What follows belongs to an exercise in optimizing a design on an open flow for small area and a short achievable clock period; a production flow would make more cautious choices.
Where RTL was checked, it was by simulation tests only, not by an equivalence proof against the original.
Power figures rest on the tool's default switching activity, not on a simulated workload.

## convout4
module convout4 (
    input  wire         clk,
    input  wire         rst,           
    input  wire         in_valid,
    input  wire [7:0]   in_fmt,
    input  wire [2:0]   in_round,
    input  wire         in_sat,
    input  wire         in_internal,
    input  wire [127:0] in_x,          
    input  wire         seed_load,
    input  wire [31:0]  seed,
    output reg          out_valid,
    output reg  [127:0] out_y,
    output reg  [3:0]   out_sat,
    output reg  [3:0]   out_nan,
    output reg  [3:0]   out_inf,
    output reg  [31:0]  lfsr_state
);
Size in the first run: roughly 350 I/O pins, roughly 44000 sq um of cells after synthesis.
==> flow/config.mk <==
export PLATFORM = sky130hd
export DESIGN_NAME = convout4
export DESIGN_NICKNAME = convout4
export VERILOG_FILES = /design/flow/design.v
export SDC_FILE = /design/flow/constraint.sdc
export NUM_CORES = 8
export LEC_CHECK = 0
export ABC_AREA = 1
export CAP_MARGIN = 20
export CORE_MARGIN = 2
export CORE_UTILIZATION = 55
export SETUP_SLACK_MARGIN = 1.5
export SLEW_MARGIN = 20
export SYNTH_MEMORY_MAX_BITS = 16384
==> flow/constraint.sdc <==
create_clock -name core_clock -period 32.0 [get_ports {clk}]
set_input_delay 6.4000 -clock core_clock [delete_from_list [all_inputs] [get_ports {clk}]]
set_output_delay 6.4000 -clock core_clock [all_outputs]
set_load 0.01 [all_outputs]
standard.sh (not shown) runs the stock make flow with config.mk's settings and CLKGATE_MAP_FILE= SYNTH_SCRIPT=/design/flow/synth_recipe.tcl, a recipe that flattens the netlist after the stock synthesis.
==> flow/flow/run.sh <==
#!/bin/bash
# The standard layout (standard.sh) with two changes to how it is made:
#  - synthesis is the standard one (synth_recipe.tcl, ORFS synth.tcl) except
#    that ABC maps the logic with flow/abc.script, an area-oriented script
#    (registers, their names and cells are untouched: ABC sees only the
#    combinational logic);
#  - the timing repair aims at a shorter cycle (larger setup margin), repairs
#    only the worst few percent of endpoints, may change a cell's footprint,
#    and the ports are buffered with buf_2 instead of the default delay buffer;
#  - clock tree: sink clusters of up to 24 within 80 um, clkbuf_8/16, no dummy
#    loads;
#  - after CTS, flow/post_cts.tcl gives each output port's buffer and the
#    register driving it the largest drive of their own cell type.
# The clock, its period and the constraints are the design's. make's full
# output goes to make_finish.log here; ORFS keeps each step's log in orfs/logs.
set -euo pipefail
W=$PWD
export MY_ABC_SCRIPT=$W/flow/abc.script
sed 's#source \$::env(SCRIPTS_DIR)/synth_preamble.tcl#&\nset abc_args [lreplace $abc_args 1 1 $::env(MY_ABC_SCRIPT)]#' \
  "$FLOW_HOME/scripts/synth.tcl" > $W/synth_mod.tcl
grep -q MY_ABC_SCRIPT $W/synth_mod.tcl
sed "s#source \$::env(SCRIPTS_DIR)/synth.tcl#source $W/synth_mod.tcl#" $W/synth_recipe.tcl > $W/synth_recipe_mod.tcl
grep -q synth_mod.tcl $W/synth_recipe_mod.tcl
bash standard.sh SYNTH_SCRIPT=$W/synth_recipe_mod.tcl SETUP_SLACK_MARGIN=${MARGIN:-24.45} TNS_END_PERCENT=5 \
  MATCH_CELL_FOOTPRINT=0 "BUFFER_PORTS_ARGS=-buffer_cell sky130_fd_sc_hd__buf_2" "CTS_ARGS=-sink_clustering_enable -repair_clock_nets -sink_clustering_size 24 -sink_clustering_max_diameter 80 -dont_use_dummy_load -buf_list {sky130_fd_sc_hd__clkbuf_8 sky130_fd_sc_hd__clkbuf_16}" finish > make_finish.log 2>&1
==> flow/flow/abc.script <==
strash
dch
amap
topo
stime -c
buffer -c
upsize -c
dnsize -c
Then changed:
--- a/flow/design.v
+++ b/flow/design.v
@@ -15,26 +15,26 @@
     wire [7:0]  fe     = x[30:23];
     wire [22:0] fm     = x[22:0];
     wire        hid    = |fe;
     wire        fe_ff  = &fe;
     assign nan         = !internal && fe_ff && (|fm);
     wire        isinf  = !internal && fe_ff && !(|fm);
     wire [7:0]  fe1    = {fe[7:1], fe[0] | !hid};         
-    wire [31:0] oc = {1'b0, x[30:0]};
-    reg  [31:0] pand;
+    reg  [31:0] por;
     integer k, l;
     always @(*) begin
-        pand = oc;
+        por = x;
         for (l = 0; l < 5; l = l + 1)
             for (k = 0; k < 32; k = k + 1)
                 if (k[l])
-                    pand[k] = pand[k] & pand[((k >> (l + 1)) << (l + 1)) + (1 << l) - 1];
+                    por[k] = por[k] | por[((k >> (l + 1)) << (l + 1)) + (1 << l) - 1];
     end
-    wire [31:0] imag = oc ^ ({32{s}} & {pand[30:0], 1'b1});
-    wire        pw = s && !(|(oc[31:1] & ~oc[30:0]));
+    wire [31:0] imag = x ^ ({32{s}} & {por[30:0], 1'b0});
+    wire [31:0] oc = x ^ {32{s}};
+    wire        pw = s && !(|(~x[31:1] & x[30:0]));
     reg  [5:0]  lzo;                                             
     reg  [15:0] z1; reg [7:0] z2; reg [3:0] z3; reg [1:0] z4;    
     reg  [15:0] c1; reg [15:0] c2; reg [11:0] c3; reg [7:0] c4;  
     always @(*) begin
         for (k = 0; k < 16; k = k + 1) begin
             z1[k] = !(oc[2*k+1] | oc[2*k]);
             c1[k] = !oc[2*k+1];
@@ -440,26 +440,23 @@
             lfsr_state <= 32'h0000_0001;
         else if (seed_load)
             lfsr_state <= seed;
         else if (draw)
             lfsr_state <= g64;
     end
     reg          v1;
-    integer      k;
-    reg  [127:0] x1;            
+    reg  [127:0] x1;
     reg          fi1;           
     reg  [2:0]   fc1;           
     reg  [2:0]   rnd1;
     reg          sat1, int1;
     reg  [63:0]  u1;            
     always @(posedge clk) begin
         v1   <= in_valid && !rst;
-        for (k = 0; k < LANES; k = k + 1)
-            x1[32*k +: 32] <= in_internal ? {in_x[32*k+31], in_x[32*k +: 31] ^ {31{in_x[32*k+31]}}}
-                                          : in_x[32*k +: 32];
+        x1   <= in_x;
         fi1  <= in_fmt[4];
         fc1  <= in_fmt[2:0];
         rnd1 <= in_round;
         sat1 <= in_sat;
         int1 <= in_internal;
         u1   <= {g64[15:0], g48, g32, g16};
     end
=> This time the run ran to the end with violations: max-capacitance violations; core utilization goes up by 1.4 points; register-to-register slack gets worse by 30 ps; combinational power barely changes; via count went up by 1.4%; routed wire length is higher by 2.8%.
No functional check of the RTL was part of the second run of this note.

---

convout4, a different RTL version from the one above (not shown whole).
Size: roughly 500 flip-flops, ~42000 um2 of cells after synthesis.
==> module convout_lane_a, before the edit <==
module convout_lane_a (
    input  wire [31:0] x,          
    input  wire        f32, bf16, fp16, e4m3, e5m2,    
    input  wire        is_int,     
    input  wire [2:0]  rnd,        
    input  wire        internal,   
    input  wire [15:0] u,          
    output wire [31:0] a,          
    output reg         up,         
    output wire        s,          
    output wire        nan,        
    output wire        infbig      
);
    assign s = x[31];
    wire [7:0]  fe     = x[30:23];
    wire [22:0] fm     = x[22:0];
    wire        hid    = |fe;
    wire        fe_ff  = &fe;
    assign nan         = !internal && fe_ff && (|fm);
    wire        isinf  = !internal && fe_ff && !(|fm);
    wire [7:0]  fe1    = {fe[7:1], fe[0] | !hid};         
    wire [31:0] oc = {1'b0, x[30:0]};
    reg  [31:0] pand;
    integer k, l;
    always @(*) begin
        pand = oc;
        for (l = 0; l < 5; l = l + 1)
            for (k = 0; k < 32; k = k + 1)
                if (k[l])
                    pand[k] = pand[k] & pand[((k >> (l + 1)) << (l + 1)) + (1 << l) - 1];
    end
    wire [31:0] imag = oc ^ ({32{s}} & {pand[30:0], 1'b1});
    wire        pw = s && !(|(oc[31:1] & ~oc[30:0]));
    reg  [5:0]  lzo;                                             
    reg  [15:0] z1; reg [7:0] z2; reg [3:0] z3; reg [1:0] z4;    
    reg  [15:0] c1; reg [15:0] c2; reg [11:0] c3; reg [7:0] c4;  
    always @(*) begin
        for (k = 0; k < 16; k = k + 1) begin
            z1[k] = !(oc[2*k+1] | oc[2*k]);
            c1[k] = !oc[2*k+1];
        end
        for (k = 0; k < 8; k = k + 1) begin
            z2[k] = z1[2*k+1] & z1[2*k];
            c2[2*k +: 2] = z1[2*k+1] ? {1'b1, c1[2*k]} : {1'b0, c1[2*k+1]};
        end
        for (k = 0; k < 4; k = k + 1) begin
            z3[k] = z2[2*k+1] & z2[2*k];
            c3[3*k +: 3] = z2[2*k+1] ? {1'b1, c2[4*k +: 2]} : {1'b0, c2[4*k+2 +: 2]};
        end
        for (k = 0; k < 2; k = k + 1) begin
            z4[k] = z3[2*k+1] & z3[2*k];
            c4[4*k +: 4] = z3[2*k+1] ? {1'b1, c3[6*k +: 3]} : {1'b0, c3[6*k+3 +: 3]};
        end
        lzo = (z4[1] & z4[0]) ? 6'd32 : z4[1] ? {2'b01, c4[3:0]} : {2'b00, c4[7:4]};
    end
    wire izero = !(|x);
    wire [31:0] src  = internal ? imag : {hid, fm, 8'd0};
    wire        narrow = fp16 | e4m3 | e5m2;
    wire [6:0]  cm   = f32 ? 7'd31 : bf16 ? 7'd47 : fp16 ? 7'd44 : e4m3 ? 7'd51 : 7'd52;
    wire [7:0]  cf   = fp16 ? 8'd157 : e4m3 ? 8'd172 : 8'd165;
    wire        fsub = narrow && fe1 <= (e4m3 ? 8'd120 : 8'd112);     
    wire        big  = fe1 > 8'd158;
    wire [7:0]  tc   = internal ? (is_int ? 8'd23 : {1'b0, cm} + 8'd1)
                                : (is_int ? 8'd182 : cf + 8'd1);
    wire [7:0]  tv   = internal ? (is_int ? 8'd0 : ~{2'd0, lzo}) : ~fe1;
    wire        tcin = internal && !is_int && pw;
    wire [7:0]  tsum = tc + tv + {7'd0, tcin};
    wire        t71  = !internal && (is_int ? fe1 < 8'd111
                                            : fsub && fe1 <= (fp16 ? 8'd86 : e4m3 ? 8'd101 : 8'd94));
    wire        tnrm = !internal && !is_int && !fsub;           
    wire [6:0]  t    = t71 ? 7'd71 : tnrm ? cm : tsum[6:0];
    wire [7:0]  bp   = internal ? ~{2'd0, lzo} : fe;
    wire [7:0]  bq   = internal ? ((f32 | bf16) ? 8'd159 : e4m3 ? 8'd39 : 8'd47)
                                : (e4m3 ? 8'd136 : narrow ? 8'd144 : 8'd0);
    wire [7:0]  bsum = bp + bq + {7'd0, internal && pw};
    wire        bzero = internal ? izero : fsub;
    wire [7:0]  be   = bzero ? 8'd0 : bsum;
    wire [70:0] v0 = {src, 39'd0};
    wire [70:0] v1 = t[0] ? (v0 >> 1)  : v0;
    wire [70:0] v2 = t[1] ? (v1 >> 2)  : v1;
    wire [70:0] v3 = t[2] ? (v2 >> 4)  : v2;
    wire [70:0] v4 = t[3] ? (v3 >> 8)  : v3;
    wire [70:0] v5 = t[4] ? (v4 >> 16) : v4;
    wire [70:0] v6 = t[5] ? (v5 >> 32) : v5;
    wire [70:0] vs = t[6] ? (v6 >> 64) : v6;
    wire [31:0] rq  = vs[47:16];
    wire [15:0] d   = vs[15:0];
    wire half  = d[15];
    wire stk = (t[0] & v0[0]) | (t[1] & (|v1[1:0])) | (t[2] & (|v2[3:0])) | (t[3] & (|v3[7:0])) |
               (t[4] & (|v4[15:0])) | (t[5] & (|v5[31:0])) | (t[6] & (|v6[63:0]));
    wire rest  = stk | (|d[14:0]);                      
    reg [15:0] gg, pp; integer q, w;
    reg c5;
    always @(*) begin
        gg = d & u; pp = d | u;
        for (w = 0; w < 4; w = w + 1)
            for (q = 0; q < 16; q = q + 1)
                if (q[w]) begin
                    gg[q] = gg[q] | (pp[q] & gg[((q >> (w + 1)) << (w + 1)) + (1 << w) - 1]);
                    pp[q] = pp[q] & pp[((q >> (w + 1)) << (w + 1)) + (1 << w) - 1];
                end
        c5 = gg[15];
    end
    always @(*) begin
        case (rnd)
            3'd0: up = half & (rest | rq[0]);
            3'd1: up = half;
            3'd3: up = (half | rest) & ~s;
            3'd4: up = (half | rest) & s;
            3'd5: up = c5;
            default: up = 1'b0;
        endcase
    end
    wire [31:0] keep = is_int ? 32'hFFFF_FFFF : f32 ? 32'h007F_FFFF : bf16 ? 32'h7F :
                       fp16 ? 32'h3FF : e4m3 ? 32'h7 : 32'h3;
    wire [31:0] bsh  = ({32{f32}}  & {1'b0, be, 23'd0}) | ({32{bf16}} & {17'd0, be, 7'd0}) |
                       ({32{fp16}} & {14'd0, be, 10'd0}) | ({32{e4m3}} & {21'd0, be, 3'd0}) |
                       ({32{e5m2}} & {22'd0, be, 2'd0});
    assign a      = (rq & keep) | bsh;
    assign infbig = isinf || (!internal && is_int && big);
endmodule
Settings: LEC_CHECK=0, ABC_AREA=1, CAP_MARGIN=20, CORE_MARGIN=2, CORE_UTILIZATION=55, SETUP_SLACK_MARGIN=1.5, SLEW_MARGIN=20, SYNTH_MEMORY_MAX_BITS=16384; clock period 32.0 ns.
==> flow/flow/run.sh <==
#!/bin/bash
# The standard layout (standard.sh) with two changes to how it is made:
#  - synthesis is the standard one (synth_recipe.tcl, ORFS synth.tcl) except
#    that ABC maps the logic with flow/abc.script, an area-oriented script
#    (registers, their names and cells are untouched: ABC sees only the
#    combinational logic);
#  - the timing repair aims at a shorter cycle (larger setup margin), repairs
#    only the worst few percent of endpoints, may change a cell's footprint,
#    and the ports are buffered with buf_2 instead of the default delay buffer;
#  - clock tree: sink clusters of up to 24 within 80 um, clkbuf_8/16, no dummy
#    loads;
#  - after CTS, flow/post_cts.tcl gives each output port's buffer and the
#    register driving it the largest drive of their own cell type.
# The clock, its period and the constraints are the design's. make's full
# output goes to make_finish.log here; ORFS keeps each step's log in orfs/logs.
set -euo pipefail
W=$PWD
export MY_ABC_SCRIPT=$W/flow/abc.script
sed 's#source \$::env(SCRIPTS_DIR)/synth_preamble.tcl#&\nset abc_args [lreplace $abc_args 1 1 $::env(MY_ABC_SCRIPT)]#' \
  "$FLOW_HOME/scripts/synth.tcl" > $W/synth_mod.tcl
grep -q MY_ABC_SCRIPT $W/synth_mod.tcl
sed "s#source \$::env(SCRIPTS_DIR)/synth.tcl#source $W/synth_mod.tcl#" $W/synth_recipe.tcl > $W/synth_recipe_mod.tcl
grep -q synth_mod.tcl $W/synth_recipe_mod.tcl
bash standard.sh SYNTH_SCRIPT=$W/synth_recipe_mod.tcl SETUP_SLACK_MARGIN=${MARGIN:-24.9} TNS_END_PERCENT=5 \
  MATCH_CELL_FOOTPRINT=0 "BUFFER_PORTS_ARGS=-buffer_cell sky130_fd_sc_hd__buf_2" "CTS_ARGS=-sink_clustering_enable -repair_clock_nets -sink_clustering_size 24 -sink_clustering_max_diameter 80 -dont_use_dummy_load -buf_list {sky130_fd_sc_hd__clkbuf_8 sky130_fd_sc_hd__clkbuf_16}" finish > make_finish.log 2>&1
Scripts as last shown in full above: flow/flow/abc.script
Rerun with:
--- a/flow/design.v
+++ b/flow/design.v
@@ -58,23 +58,24 @@
     wire        narrow = fp16 | e4m3 | e5m2;
     wire [6:0]  cm   = f32 ? 7'd31 : bf16 ? 7'd47 : fp16 ? 7'd44 : e4m3 ? 7'd51 : 7'd52;
     wire [7:0]  cf   = fp16 ? 8'd157 : e4m3 ? 8'd172 : 8'd165;
     wire        fsub = narrow && fe1 <= (e4m3 ? 8'd120 : 8'd112);     
     wire        big  = fe1 > 8'd158;
-    wire [7:0]  tc   = internal ? (is_int ? 8'd23 : {1'b0, cm} + 8'd1)
-                                : (is_int ? 8'd182 : cf + 8'd1);
-    wire [7:0]  tv   = internal ? (is_int ? 8'd0 : ~{2'd0, lzo}) : ~fe1;
-    wire        tcin = internal && !is_int && pw;
-    wire [7:0]  tsum = tc + tv + {7'd0, tcin};
+    wire        use_fe = !internal && (is_int || fsub);
+    wire        use_lz = internal && !is_int;
+    wire [7:0]  tc   = use_fe ? (is_int ? 8'd182 : cf + 8'd1) :
+                       use_lz ? {1'b0, cm} + {7'd0, pw} + 8'd1 :
+                       internal ? 8'd23 : {1'b0, cm};
+    wire [7:0]  tv   = use_fe ? ~fe1 : use_lz ? ~{2'd0, lzo} : 8'd0;
+    wire [7:0]  tsum = tc + tv;
     wire        t71  = !internal && (is_int ? fe1 < 8'd111
                                             : fsub && fe1 <= (fp16 ? 8'd86 : e4m3 ? 8'd101 : 8'd94));
-    wire        tnrm = !internal && !is_int && !fsub;           
-    wire [6:0]  t    = t71 ? 7'd71 : tnrm ? cm : tsum[6:0];
+    wire [6:0]  t    = t71 ? 7'd71 : tsum[6:0];
     wire [7:0]  bp   = internal ? ~{2'd0, lzo} : fe;
-    wire [7:0]  bq   = internal ? ((f32 | bf16) ? 8'd159 : e4m3 ? 8'd39 : 8'd47)
+    wire [7:0]  bq   = internal ? ((f32 | bf16) ? 8'd159 : e4m3 ? 8'd39 : 8'd47) + {7'd0, pw}
                                 : (e4m3 ? 8'd136 : narrow ? 8'd144 : 8'd0);
-    wire [7:0]  bsum = bp + bq + {7'd0, internal && pw};
+    wire [7:0]  bsum = bp + bq;
     wire        bzero = internal ? izero : fsub;
     wire [7:0]  be   = bzero ? 8'd0 : bsum;
     wire [70:0] v0 = {src, 39'd0};
     wire [70:0] v1 = t[0] ? (v0 >> 1)  : v0;
     wire [70:0] v2 = t[1] ? (v1 >> 2)  : v1;
Result: The changed run ran to the end with no violations; critical path depth is unchanged; utilization goes up by 1.7 points; worst hold slack improves by 12 ps; clock skew is higher by 26 ps; setup slack gets better by 76 ps; wire length rose by 2.6%.

[afterwards: timing with drivers on the ports]
Ports are ideal in the flow. The routed layouts listed here were re-timed in OpenROAD. Step 1 sets driving cells, clkbuf_16 on the clock port and buf_2 on the other inputs (assumed; they add their load-dependent delay and slew). Step 2 times the ports against the registers' clock, not the clock port: input delays grow and output delays shrink by t, the midpoint of the rising clock arrivals with the driver on. Three values: ideal ports, drivers, drivers and shift; two values: the first two.
| run | t, ns | setup WS [ns] | latest minus earliest clock arrival (ns) |
|---|---|---|---|
| the first run of note 1 | 0.653 | 24.349 / 24.272 / 23.904 | 0.100 / 0.100 |
| the second run of note 1 | 0.681 | 24.374 / 24.296 / 23.997 | 0.091 / 0.092 |
| the first run of note 2 | 0.697 | 24.422 / 24.347 / 24.090 | 0.047 / 0.047 |
| the second run of note 2 | 0.637 | 24.498 / 24.422 / 24.015 | 0.072 / 0.071 |
The setup slack of the second run of note 2, which loses most, moves by -0.076 ns with the drivers and by -0.483 ns with both steps.
